What follows belongs to an exercise in optimizing a design on an open flow for small area, a short achievable clock period and few clock cycles; a production flow would make more cautious choices. The RTL was checked by simulation tests, not by an equivalence proof against the original design.

==> inputs of 11-10 <==
// lens_intu
module lens_intu (
    input         clk,
    input         rst,
    input         a0_mv,
    input  [3:0]  a0_port,
    input  [31:0] a0_data,
    input         a1_mv,
    input  [3:0]  a1_port,
    input  [31:0] a1_data,
    input         m_mv,
    input  [3:0]  m_port,
    input  [31:0] m_data,
    input         d_mv,
    input  [3:0]  d_port,
    input  [31:0] d_data,
    output [31:0] a0_out,
    output        a0_bwe,
    output [7:0]  a0_bidx,
    output        a0_bval,
    output [31:0] a1_out,
    output        a1_bwe,
    output [7:0]  a1_bidx,
    output        a1_bval,
    output [31:0] mlo,
    output [31:0] mhi,
    output [31:0] d_out,
    output [31:0] d_rem,
    output        d_busy,
    output        d_done,
    output        d_set16,
    output        d_set17
);
    lens_alu u_alu0 (.clk(clk), .rst(rst), .mv(a0_mv), .port(a0_port), .data(a0_data),
                     .out(a0_out), .bwe(a0_bwe), .bidx(a0_bidx), .bval(a0_bval));
    lens_alu u_alu1 (.clk(clk), .rst(rst), .mv(a1_mv), .port(a1_port), .data(a1_data),
                     .out(a1_out), .bwe(a1_bwe), .bidx(a1_bidx), .bval(a1_bval));
    lens_mul u_mul  (.clk(clk), .rst(rst), .mv(m_mv), .port(m_port), .data(m_data),
                     .mlo(mlo), .mhi(mhi));
  ...
clock: 11.0 ns
lec_check: 0
cap_margin: 20
core_margin: 2
core_utilization: 50
setup_slack_margin: 5
slew_margin: 20
standard.sh (not shown) runs the stock make flow with config.mk's settings and CLKGATE_MAP_FILE= SYNTH_SCRIPT=/design/flow/synth_recipe.tcl, a recipe that flattens the netlist after the stock synthesis.
==> flow/flow/run.sh <==
#!/bin/bash
set -euo pipefail
M=6.5
sed -e "s/SETUP_SLACK_MARGIN=[0-9.]*/SETUP_SLACK_MARGIN=$M \"BUFFER_PORTS_ARGS=-buffer_cell sky130_fd_sc_hd__buf_1\"/" standard.sh > standard_tuned.sh
grep -q "SETUP_SLACK_MARGIN=$M" standard_tuned.sh
bash standard_tuned.sh > standard.log 2>&1
==> inputs of 10-21, as changes to 11-10 <==
--- a/flow/design.v
+++ b/flow/design.v
@@ -1,36 +1,28 @@
 module lens_alu (
     input             clk,
     input             rst,
     input             mv,
     input      [3:0]  port,
     input      [31:0] data,
-    output     [31:0] out,
+    output reg [31:0] out,
     output reg        bwe,
     output     [7:0]  bidx,
     output            bval
 );
     reg [31:0] b;
     reg [7:0]  kd;              
-    reg [15:0] s_lo;
-    reg [15:0] s_h0;
-    reg [15:0] s_h1;
-    reg        s_c;
-    reg        k0, k1, k_c;
-    reg [31:0] oth_r;
     wire [31:0] a = data;
-    wire [15:0] al_s, ah0_s, ah1_s, sl_s, sh0_s, sh1_s;
-    wire        al_c, ah0_c, ah1_c, sl_c, sh0_c, sh1_c;
-    csel16 u_al (.a(a[15:0]),  .b(b[15:0]),   .s0(al_s),  .s1(),      .c0(al_c),  .c1());
-    csel16 u_ah (.a(a[31:16]), .b(b[31:16]),  .s0(ah0_s), .s1(ah1_s), .c0(ah0_c), .c1(ah1_c));
-    csel16 u_sl (.a(a[15:0]),  .b(~b[15:0]),  .s0(),      .s1(sl_s),  .c0(),      .c1(sl_c));
-    csel16 u_sh (.a(a[31:16]), .b(~b[31:16]), .s0(sh0_s), .s1(sh1_s), .c0(sh0_c), .c1(sh1_c));
-    wire        x    = a[31] ^ b[31];
-    wire        ltu0 = ~sh0_c;
-    wire        ltu1 = ~sh1_c;
+    wire [31:0] add;
+    wire [32:0] sub;
+    wire        add_co;
+    pfx_add #(.W(32), .KS(1)) u_add (.a(a), .b(b),  .cin(1'b0), .s(add),       .cout(add_co));
+    pfx_add #(.W(32), .KS(1)) u_sub (.a(a), .b(~b), .cin(1'b1), .s(sub[31:0]), .cout(sub[32]));
+    wire        lt_u = ~sub[32];
+    wire        lt_s = lt_u ^ a[31] ^ b[31];
     wire        eq   = (a == b);
     wire [4:0]  s    = b[4:0];
     wire [4:0]  ns   = 5'd0 - s;
     wire        big  = |b[31:5];
     wire [63:0] l2   = {a, a} << s;
     wire [63:0] r2   = {a, a} << ns;
     wire [31:0] rl   = l2[63:32];
@@ -54,83 +46,40 @@
     wire        e10  = go && port == 4'd10;
     wire        e11  = go && port == 4'd11;
     wire        e12  = go && port == 4'd12;
     wire        e13  = go && port == 4'd13;
     wire        e14  = go && port == 4'd14;
     wire        e15  = go && port == 4'd15;
     wire        hold = !rst && !(mv && port >= 4'd3);
-    wire [31:0] oth_nxt = ({32{hold}} & oth_r)
-                        | ({32{e5}} & (a & b))
-                        | ({32{e6}} & (a | b))
-                        | ({32{e7}} & (a ^ b))
-                        | ({32{e8}} & (a & ~b))
-                        | ({32{e9}} & mask_l & rl)
-                        | ({32{e12}} & rl)
-                        | ({32{e10 | e11}} & mask_r & rr)
-                        | ({32{e11 & a[31]}} & ~mask_r)
-                        | {31'd0, e13 & eq};
-    wire [15:0] s_hi = s_c ? s_h1 : s_h0;
-    wire        kbit = k_c ? k1 : k0;
-    assign out = {s_hi, s_lo} | oth_r | {31'd0, kbit};
+    wire [31:0] nxt = ({32{hold}} & out)
+                    | ({32{e3}} & add)
+                    | ({32{e4}} & sub[31:0])
+                    | ({32{e5}} & (a & b))
+                    | ({32{e6}} & (a | b))
+                    | ({32{e7}} & (a ^ b))
+                    | ({32{e8}} & (a & ~b))
+                    | ({32{e9}} & mask_l & rl)
+                    | ({32{e12}} & rl)
+                    | ({32{e10 | e11}} & mask_r & rr)
+                    | ({32{e11 & a[31]}} & ~mask_r)
+                    | {31'd0, (e13 & eq) | (e14 & lt_s) | (e15 & lt_u)};
     assign bidx = kd;
     assign bval = out[0];
     always @(posedge clk) begin
-        s_lo  <= ({16{hold}} & s_lo) | ({16{e3}} & al_s)  | ({16{e4}} & sl_s);
-        s_h0  <= ({16{hold}} & s_h0) | ({16{e3}} & ah0_s) | ({16{e4}} & sh0_s);
-        s_h1  <= ({16{hold}} & s_h1) | ({16{e3}} & ah1_s) | ({16{e4}} & sh1_s);
-        s_c   <= (hold & s_c) | (e3 & al_c) | (e4 & sl_c);
-        k0    <= (hold & k0) | (e15 & ltu0) | (e14 & (ltu0 ^ x));
-        k1    <= (hold & k1) | (e15 & ltu1) | (e14 & (ltu1 ^ x));
-        k_c   <= (hold & k_c) | ((e14 | e15) & sl_c);
-        oth_r <= oth_nxt;
-        bwe   <= go && (port >= 4'd13) && (kd != 8'd0);
+        out <= nxt;
+        bwe <= go && (port >= 4'd13) && (kd != 8'd0);
         if (rst) begin
             b  <= 32'd0;
             kd <= 8'd0;
         end else begin
             if (mv && port == 4'd0) b  <= data;
             if (mv && port == 4'd1) kd <= data[7:0];
         end
     end
 endmodule
-module csel16 (
-    input  [15:0] a,
-    input  [15:0] b,
-    output [15:0] s0,
-    output [15:0] s1,
-    output        c0,
-    output        c1
-);
-    wire [15:0] p0 = a ^ b;
-    wire [15:0] g0 = a & b;
-    reg  [16*5-1:0] G, P;
-    integer l, i, j;
-    always @(*) begin
-        G[15:0] = g0;
-        P[15:0] = p0;
-        for (l = 0; l < 4; l = l + 1)
-            for (i = 0; i < 16; i = i + 1) begin
-                j = ((i >> l) & 1) ? (((i >> l) << l) - 1) : -1;
-                if (j >= 0) begin
-                    G[(l+1)*16 + i] = G[l*16 + i] | (P[l*16 + i] & G[l*16 + j]);
-                    P[(l+1)*16 + i] = P[l*16 + i] & P[l*16 + j];
-                end else begin
-                    G[(l+1)*16 + i] = G[l*16 + i];
-                    P[(l+1)*16 + i] = P[l*16 + i];
-                end
-            end
-    end
-    wire [15:0] gg = G[64 +: 16];       
-    wire [15:0] pp = P[64 +: 16];       
-    wire [15:0] cc1 = gg | pp;          
-    assign s0 = p0 ^ {gg[14:0], 1'b0};
-    assign s1 = p0 ^ {cc1[14:0], 1'b1};
-    assign c0 = gg[15];
-    assign c1 = cc1[15];
-endmodule
 module lens_div (
     input             clk,
     input             rst,
     input             mv,
     input      [3:0]  port,
     input      [31:0] data,
     output reg [31:0] out,
@@ -161,24 +110,24 @@
         end
     endfunction
     wire trig = mv && (port == 4'd1 || port == 4'd2) && !busy_r;
     wire sgn  = (port == 4'd2);
     wire dz   = (dvsr == 32'd0);
     wire aneg = sgn && data[31];
     wire dneg = sgn && dvsr[31];
-    wire [31:0] neg_x = -out;
+    wire [31:0] neg_x = -(busy_r ? out : data);
     wire [31:0] neg_y = -(busy_r ? rem : dvsr);
+    wire [31:0] abs_a = aneg ? neg_x : data;
     wire [31:0] abs_d = dneg ? neg_y : dvsr;
-    wire [31:0] abs_a = neg_r ? neg_x : out;     
     wire [31:0] a_lz  = aneg ? {~data[30:0], 1'b1} : data;
     wire [6:0]  u     = {2'b0, clz_d} - {1'b0, clz_n} + 7'd1;    
     wire        qz    = u[6] || (u == 7'd0);
     wire [6:0]  m     = u + {6'd0, u[0]};                         
     wire [4:0]  sh    = 5'd0 - m[4:0];                            
-    wire [31:0] n0    = sh[1] ? {abs_a[29:0], abs_a[31:30]} : abs_a;
+    wire [31:0] n0    = sh[1] ? {out[29:0], out[31:30]} : out;
     wire [31:0] n1    = sh[2] ? {n0[27:0], n0[31:28]} : n0;
     wire [31:0] n2    = sh[3] ? {n1[23:0], n1[31:24]} : n1;
     wire [31:0] nrot  = sh[4] ? {n2[15:0], n2[31:16]} : n2;
     reg  [31:0] qmask;
     integer i;
     always @(*)
         for (i = 0; i < 32; i = i + 1) qmask[i] = (i >= sh);
@@ -211,15 +160,15 @@
                 if (trig) begin
                     rem <= data;
                     if (dz) begin
                         out   <= 32'hFFFF_FFFF;
                         done  <= 1'b1;
                         set16 <= 1'b1;
                     end else begin
-                        out    <= data;
+                        out    <= abs_a;
                         busy_r <= 1'b1;
                     end
                 end
             end else begin
                 case (ph)
                     PRE: if (qz) begin
                         out    <= 32'd0;
==> inputs of 08-28, as changes to 11-10 <==
--- a/flow/design.v
+++ b/flow/design.v
@@ -12,33 +12,33 @@
     reg [31:0] b;
     reg [7:0]  kd;              
     reg [15:0] s_lo;
     reg [15:0] s_h0;
     reg [15:0] s_h1;
     reg        s_c;
     reg        k0, k1, k_c;
-    reg [31:0] oth_r;
     wire [31:0] a = data;
     wire [15:0] al_s, ah0_s, ah1_s, sl_s, sh0_s, sh1_s;
     wire        al_c, ah0_c, ah1_c, sl_c, sh0_c, sh1_c;
     csel16 u_al (.a(a[15:0]),  .b(b[15:0]),   .s0(al_s),  .s1(),      .c0(al_c),  .c1());
     csel16 u_ah (.a(a[31:16]), .b(b[31:16]),  .s0(ah0_s), .s1(ah1_s), .c0(ah0_c), .c1(ah1_c));
     csel16 u_sl (.a(a[15:0]),  .b(~b[15:0]),  .s0(),      .s1(sl_s),  .c0(),      .c1(sl_c));
     csel16 u_sh (.a(a[31:16]), .b(~b[31:16]), .s0(sh0_s), .s1(sh1_s), .c0(sh0_c), .c1(sh1_c));
     wire        x    = a[31] ^ b[31];
     wire        ltu0 = ~sh0_c;
     wire        ltu1 = ~sh1_c;
     wire        eq   = (a == b);
     wire [4:0]  s    = b[4:0];
     wire [4:0]  ns   = 5'd0 - s;
     wire        big  = |b[31:5];
-    wire [63:0] l2   = {a, a} << s;
-    wire [63:0] r2   = {a, a} << ns;
+    wire        right = (port == 4'd10) || (port == 4'd11);
+    wire [4:0]  k    = right ? ns : s;
+    wire [63:0] l2   = {a, a} << k;
     wire [31:0] rl   = l2[63:32];
-    wire [31:0] rr   = r2[63:32];
+    wire [31:0] rr   = rl;
     reg  [31:0] mask_l, mask_r;
     integer i;
     always @(*) begin
         for (i = 0; i < 32; i = i + 1) begin
             mask_l[i] = ~big && (i >= s);
             mask_r[i] = ~big && (i + s < 32);
         end
@@ -54,38 +54,36 @@
     wire        e10  = go && port == 4'd10;
     wire        e11  = go && port == 4'd11;
     wire        e12  = go && port == 4'd12;
     wire        e13  = go && port == 4'd13;
     wire        e14  = go && port == 4'd14;
     wire        e15  = go && port == 4'd15;
     wire        hold = !rst && !(mv && port >= 4'd3);
-    wire [31:0] oth_nxt = ({32{hold}} & oth_r)
-                        | ({32{e5}} & (a & b))
+    wire [31:0] oth_nxt = ({32{e5}} & (a & b))
                         | ({32{e6}} & (a | b))
                         | ({32{e7}} & (a ^ b))
                         | ({32{e8}} & (a & ~b))
                         | ({32{e9}} & mask_l & rl)
                         | ({32{e12}} & rl)
                         | ({32{e10 | e11}} & mask_r & rr)
                         | ({32{e11 & a[31]}} & ~mask_r)
                         | {31'd0, e13 & eq};
     wire [15:0] s_hi = s_c ? s_h1 : s_h0;
     wire        kbit = k_c ? k1 : k0;
-    assign out = {s_hi, s_lo} | oth_r | {31'd0, kbit};
+    assign out = {s_hi, s_lo} | {31'd0, kbit};
     assign bidx = kd;
     assign bval = out[0];
     always @(posedge clk) begin
-        s_lo  <= ({16{hold}} & s_lo) | ({16{e3}} & al_s)  | ({16{e4}} & sl_s);
-        s_h0  <= ({16{hold}} & s_h0) | ({16{e3}} & ah0_s) | ({16{e4}} & sh0_s);
+        s_lo  <= ({16{hold}} & s_lo) | ({16{e3}} & al_s)  | ({16{e4}} & sl_s)  | oth_nxt[15:0];
+        s_h0  <= ({16{hold}} & s_h0) | ({16{e3}} & ah0_s) | ({16{e4}} & sh0_s) | oth_nxt[31:16];
         s_h1  <= ({16{hold}} & s_h1) | ({16{e3}} & ah1_s) | ({16{e4}} & sh1_s);
         s_c   <= (hold & s_c) | (e3 & al_c) | (e4 & sl_c);
         k0    <= (hold & k0) | (e15 & ltu0) | (e14 & (ltu0 ^ x));
         k1    <= (hold & k1) | (e15 & ltu1) | (e14 & (ltu1 ^ x));
         k_c   <= (hold & k_c) | ((e14 | e15) & sl_c);
-        oth_r <= oth_nxt;
         bwe   <= go && (port >= 4'd13) && (kd != 8'd0);
         if (rst) begin
             b  <= 32'd0;
             kd <= 8'd0;
         end else begin
             if (mv && port == 4'd0) b  <= data;
             if (mv && port == 4'd1) kd <= data[7:0];
@@ -166,14 +164,17 @@
     wire aneg = sgn && data[31];
     wire dneg = sgn && dvsr[31];
     wire [31:0] neg_x = -out;
     wire [31:0] neg_y = -(busy_r ? rem : dvsr);
     wire [31:0] abs_d = dneg ? neg_y : dvsr;
     wire [31:0] abs_a = neg_r ? neg_x : out;     
     wire [31:0] a_lz  = aneg ? {~data[30:0], 1'b1} : data;
+    wire [5:0]  lz_p  = clz32(dvsr);
+    wire [5:0]  lz_n  = clz32(~dvsr);
+    wire [4:0]  clz_d_est = dneg ? (lz_n[5] ? 5'd31 : lz_n[4:0]) : lz_p[4:0];
     wire [6:0]  u     = {2'b0, clz_d} - {1'b0, clz_n} + 7'd1;    
     wire        qz    = u[6] || (u == 7'd0);
     wire [6:0]  m     = u + {6'd0, u[0]};                         
     wire [4:0]  sh    = 5'd0 - m[4:0];                            
     wire [31:0] n0    = sh[1] ? {abs_a[29:0], abs_a[31:30]} : abs_a;
     wire [31:0] n1    = sh[2] ? {n0[27:0], n0[31:28]} : n0;
     wire [31:0] n2    = sh[3] ? {n1[23:0], n1[31:24]} : n1;
@@ -249,15 +250,15 @@
         end
     end
     always @(posedge clk) begin
         d3 <= {2'b0, d} + {1'b0, d, 1'b0};    
         if (!busy_r) begin
             ph    <= PRE;
             d     <= abs_d;
-            clz_d <= clz32(abs_d);
+            clz_d <= clz_d_est;
             clz_n <= clz32(a_lz);
             neg_q <= sgn && (data[31] ^ dvsr[31]);
             neg_r <= aneg;
             sgn_r <= sgn;
         end else begin
             case (ph)
                 PRE: begin
==> flow/flow/run.sh (replaced) <==
#!/bin/bash
set -euo pipefail
M=6.65
sed -e "s/SETUP_SLACK_MARGIN=[0-9.]*/SETUP_SLACK_MARGIN=$M \"BUFFER_PORTS_ARGS=-buffer_cell sky130_fd_sc_hd__buf_1\"/" standard.sh > standard_tuned.sh
grep -q "SETUP_SLACK_MARGIN=$M" standard_tuned.sh
bash standard_tuned.sh > standard.log 2>&1
Settings changed: ABC_AREA from default to 1, CORE_UTILIZATION 50 to 45.
==> inputs of 09-16, as changes to 11-10 <==
--- a/flow/design.v
+++ b/flow/design.v
@@ -12,33 +12,33 @@
     reg [31:0] b;
     reg [7:0]  kd;              
     reg [15:0] s_lo;
     reg [15:0] s_h0;
     reg [15:0] s_h1;
     reg        s_c;
     reg        k0, k1, k_c;
-    reg [31:0] oth_r;
     wire [31:0] a = data;
     wire [15:0] al_s, ah0_s, ah1_s, sl_s, sh0_s, sh1_s;
     wire        al_c, ah0_c, ah1_c, sl_c, sh0_c, sh1_c;
     csel16 u_al (.a(a[15:0]),  .b(b[15:0]),   .s0(al_s),  .s1(),      .c0(al_c),  .c1());
     csel16 u_ah (.a(a[31:16]), .b(b[31:16]),  .s0(ah0_s), .s1(ah1_s), .c0(ah0_c), .c1(ah1_c));
     csel16 u_sl (.a(a[15:0]),  .b(~b[15:0]),  .s0(),      .s1(sl_s),  .c0(),      .c1(sl_c));
     csel16 u_sh (.a(a[31:16]), .b(~b[31:16]), .s0(sh0_s), .s1(sh1_s), .c0(sh0_c), .c1(sh1_c));
     wire        x    = a[31] ^ b[31];
     wire        ltu0 = ~sh0_c;
     wire        ltu1 = ~sh1_c;
     wire        eq   = (a == b);
     wire [4:0]  s    = b[4:0];
     wire [4:0]  ns   = 5'd0 - s;
     wire        big  = |b[31:5];
-    wire [63:0] l2   = {a, a} << s;
-    wire [63:0] r2   = {a, a} << ns;
+    wire        right = (port == 4'd10) || (port == 4'd11);
+    wire [4:0]  k    = right ? ns : s;
+    wire [63:0] l2   = {a, a} << k;
     wire [31:0] rl   = l2[63:32];
-    wire [31:0] rr   = r2[63:32];
+    wire [31:0] rr   = rl;
     reg  [31:0] mask_l, mask_r;
     integer i;
     always @(*) begin
         for (i = 0; i < 32; i = i + 1) begin
             mask_l[i] = ~big && (i >= s);
             mask_r[i] = ~big && (i + s < 32);
         end
@@ -54,38 +54,36 @@
     wire        e10  = go && port == 4'd10;
     wire        e11  = go && port == 4'd11;
     wire        e12  = go && port == 4'd12;
     wire        e13  = go && port == 4'd13;
     wire        e14  = go && port == 4'd14;
     wire        e15  = go && port == 4'd15;
     wire        hold = !rst && !(mv && port >= 4'd3);
-    wire [31:0] oth_nxt = ({32{hold}} & oth_r)
-                        | ({32{e5}} & (a & b))
+    wire [31:0] oth_nxt = ({32{e5}} & (a & b))
                         | ({32{e6}} & (a | b))
                         | ({32{e7}} & (a ^ b))
                         | ({32{e8}} & (a & ~b))
                         | ({32{e9}} & mask_l & rl)
                         | ({32{e12}} & rl)
                         | ({32{e10 | e11}} & mask_r & rr)
                         | ({32{e11 & a[31]}} & ~mask_r)
                         | {31'd0, e13 & eq};
     wire [15:0] s_hi = s_c ? s_h1 : s_h0;
     wire        kbit = k_c ? k1 : k0;
-    assign out = {s_hi, s_lo} | oth_r | {31'd0, kbit};
+    assign out = {s_hi, s_lo} | {31'd0, kbit};
     assign bidx = kd;
     assign bval = out[0];
     always @(posedge clk) begin
-        s_lo  <= ({16{hold}} & s_lo) | ({16{e3}} & al_s)  | ({16{e4}} & sl_s);
-        s_h0  <= ({16{hold}} & s_h0) | ({16{e3}} & ah0_s) | ({16{e4}} & sh0_s);
+        s_lo  <= ({16{hold}} & s_lo) | ({16{e3}} & al_s)  | ({16{e4}} & sl_s)  | oth_nxt[15:0];
+        s_h0  <= ({16{hold}} & s_h0) | ({16{e3}} & ah0_s) | ({16{e4}} & sh0_s) | oth_nxt[31:16];
         s_h1  <= ({16{hold}} & s_h1) | ({16{e3}} & ah1_s) | ({16{e4}} & sh1_s);
         s_c   <= (hold & s_c) | (e3 & al_c) | (e4 & sl_c);
         k0    <= (hold & k0) | (e15 & ltu0) | (e14 & (ltu0 ^ x));
         k1    <= (hold & k1) | (e15 & ltu1) | (e14 & (ltu1 ^ x));
         k_c   <= (hold & k_c) | ((e14 | e15) & sl_c);
-        oth_r <= oth_nxt;
         bwe   <= go && (port >= 4'd13) && (kd != 8'd0);
         if (rst) begin
             b  <= 32'd0;
             kd <= 8'd0;
         end else begin
             if (mv && port == 4'd0) b  <= data;
             if (mv && port == 4'd1) kd <= data[7:0];
@@ -166,14 +164,17 @@
     wire aneg = sgn && data[31];
     wire dneg = sgn && dvsr[31];
     wire [31:0] neg_x = -out;
     wire [31:0] neg_y = -(busy_r ? rem : dvsr);
     wire [31:0] abs_d = dneg ? neg_y : dvsr;
     wire [31:0] abs_a = neg_r ? neg_x : out;     
     wire [31:0] a_lz  = aneg ? {~data[30:0], 1'b1} : data;
+    wire [5:0]  lz_p  = clz32(dvsr);
+    wire [5:0]  lz_n  = clz32(~dvsr);
+    wire [4:0]  clz_d_est = dneg ? (lz_n[5] ? 5'd31 : lz_n[4:0]) : lz_p[4:0];
     wire [6:0]  u     = {2'b0, clz_d} - {1'b0, clz_n} + 7'd1;    
     wire        qz    = u[6] || (u == 7'd0);
     wire [6:0]  m     = u + {6'd0, u[0]};                         
     wire [4:0]  sh    = 5'd0 - m[4:0];                            
     wire [31:0] n0    = sh[1] ? {abs_a[29:0], abs_a[31:30]} : abs_a;
     wire [31:0] n1    = sh[2] ? {n0[27:0], n0[31:28]} : n0;
     wire [31:0] n2    = sh[3] ? {n1[23:0], n1[31:24]} : n1;
@@ -249,15 +250,15 @@
         end
     end
     always @(posedge clk) begin
         d3 <= {2'b0, d} + {1'b0, d, 1'b0};    
         if (!busy_r) begin
             ph    <= PRE;
             d     <= abs_d;
-            clz_d <= clz32(abs_d);
+            clz_d <= clz_d_est;
             clz_n <= clz32(a_lz);
             neg_q <= sgn && (data[31] ^ dvsr[31]);
             neg_r <= aneg;
             sgn_r <= sgn;
         end else begin
             case (ph)
                 PRE: begin
Settings changed: ABC_AREA from default to 1, CORE_UTILIZATION 50 to 45.
==> qor summary <==
quantity	11-10	10-21	09-16	08-28
Result of the run	complete, no violations	complete, no violations	complete, no violations	complete, no violations
Achievable clock frequency	0.224 GHz	0.200 GHz	0.219 GHz	0.222 GHz
Measured slew at the worst slew-check pin	1.21 ns	1.19 ns	1.17 ns	1.37 ns
Min Tclk post-route	4.46 ns	5.00 ns	4.56 ns	4.51 ns
Source of the worst register-to-register timing path	u_div.rem[12]	u_alu1.b[0]	u_mul.one1[10]	u_mul.one1[13]
Final weighted congestion in routability-driven placement	0.997	1.04	1.01	1.03
Average wire per cell in the routed design	28.8 um	29.0 um	25.1 um	25.9 um
Minimum setup slack in the final design	6.54 ns	6.00 ns	6.44 ns	6.49 ns
Seq Cell Count	743	639	679	679
Number of standard cells after synthesis	9643	9466	10400	10400
Ratio of routed vias to standard cells	6.60	6.66	5.93	5.99
Largest net degree at the start of global routing	124	112	78	81
Sort of element at the start of the critical path	primary input	primary input	flop	flop
Post-Syn Area per Cell	8.38 sq um	8.12 sq um	7.08 sq um	7.08 sq um
Multi-input logic area	60200 sq um	59300 sq um	52300 sq um	53200 sq um
Total via count after detailed routing	78300	77200	75800	77500
Routed wire length	341000 um	337000 um	321000 um	335000 um
Part of the cycle the worst path needs	40.6%	45.5%	41.5%	41.0%
Testbench counts of 11-10, summed over its fixed seeds: cycles 37,904.
Testbench counts of 10-21, summed over its fixed seeds: cycles 37,904.
Testbench counts of 08-28, summed over its fixed seeds: cycles 37,904.
Testbench counts of 09-16, summed over its fixed seeds: cycles 37,904.

-- separate check: timing with driven ports --
The flow's constraints put no driver on any port. The routed layouts listed below were extracted and timed again, unchanged, in two steps. Step 1 assumes that a clkbuf_16 drives the clock port and a buf_2 every other input. Step 2 times the ports against the registers' clock, not the clock port: input delays grow and output delays shrink by t, the midpoint of the rising clock arrivals with the driver on. Slacks: no drivers / after step 1 / after step 2; pairs: no drivers / after step 1.
run	shift t [ns]	setup WS [ns]	worst setup path at the end	worst register clock-pin slew, ns
11-10	0.847	6.535 / 6.549 / 5.756	input to register	0.07 / 0.07
10-21	0.803	5.997 / 6.049 / 5.245	input to register	0.07 / 0.07
08-28	0.814	6.490 / 6.488 / 5.781	input to register	0.07 / 0.07
09-16	0.794	6.439 / 6.439 / 5.813	input to register	0.07 / 0.07
After both steps every run listed still meets setup and hold. The setup slack of 11-10, which loses most, moves by +0.014 ns with the drivers and by -0.779 ns with both steps.
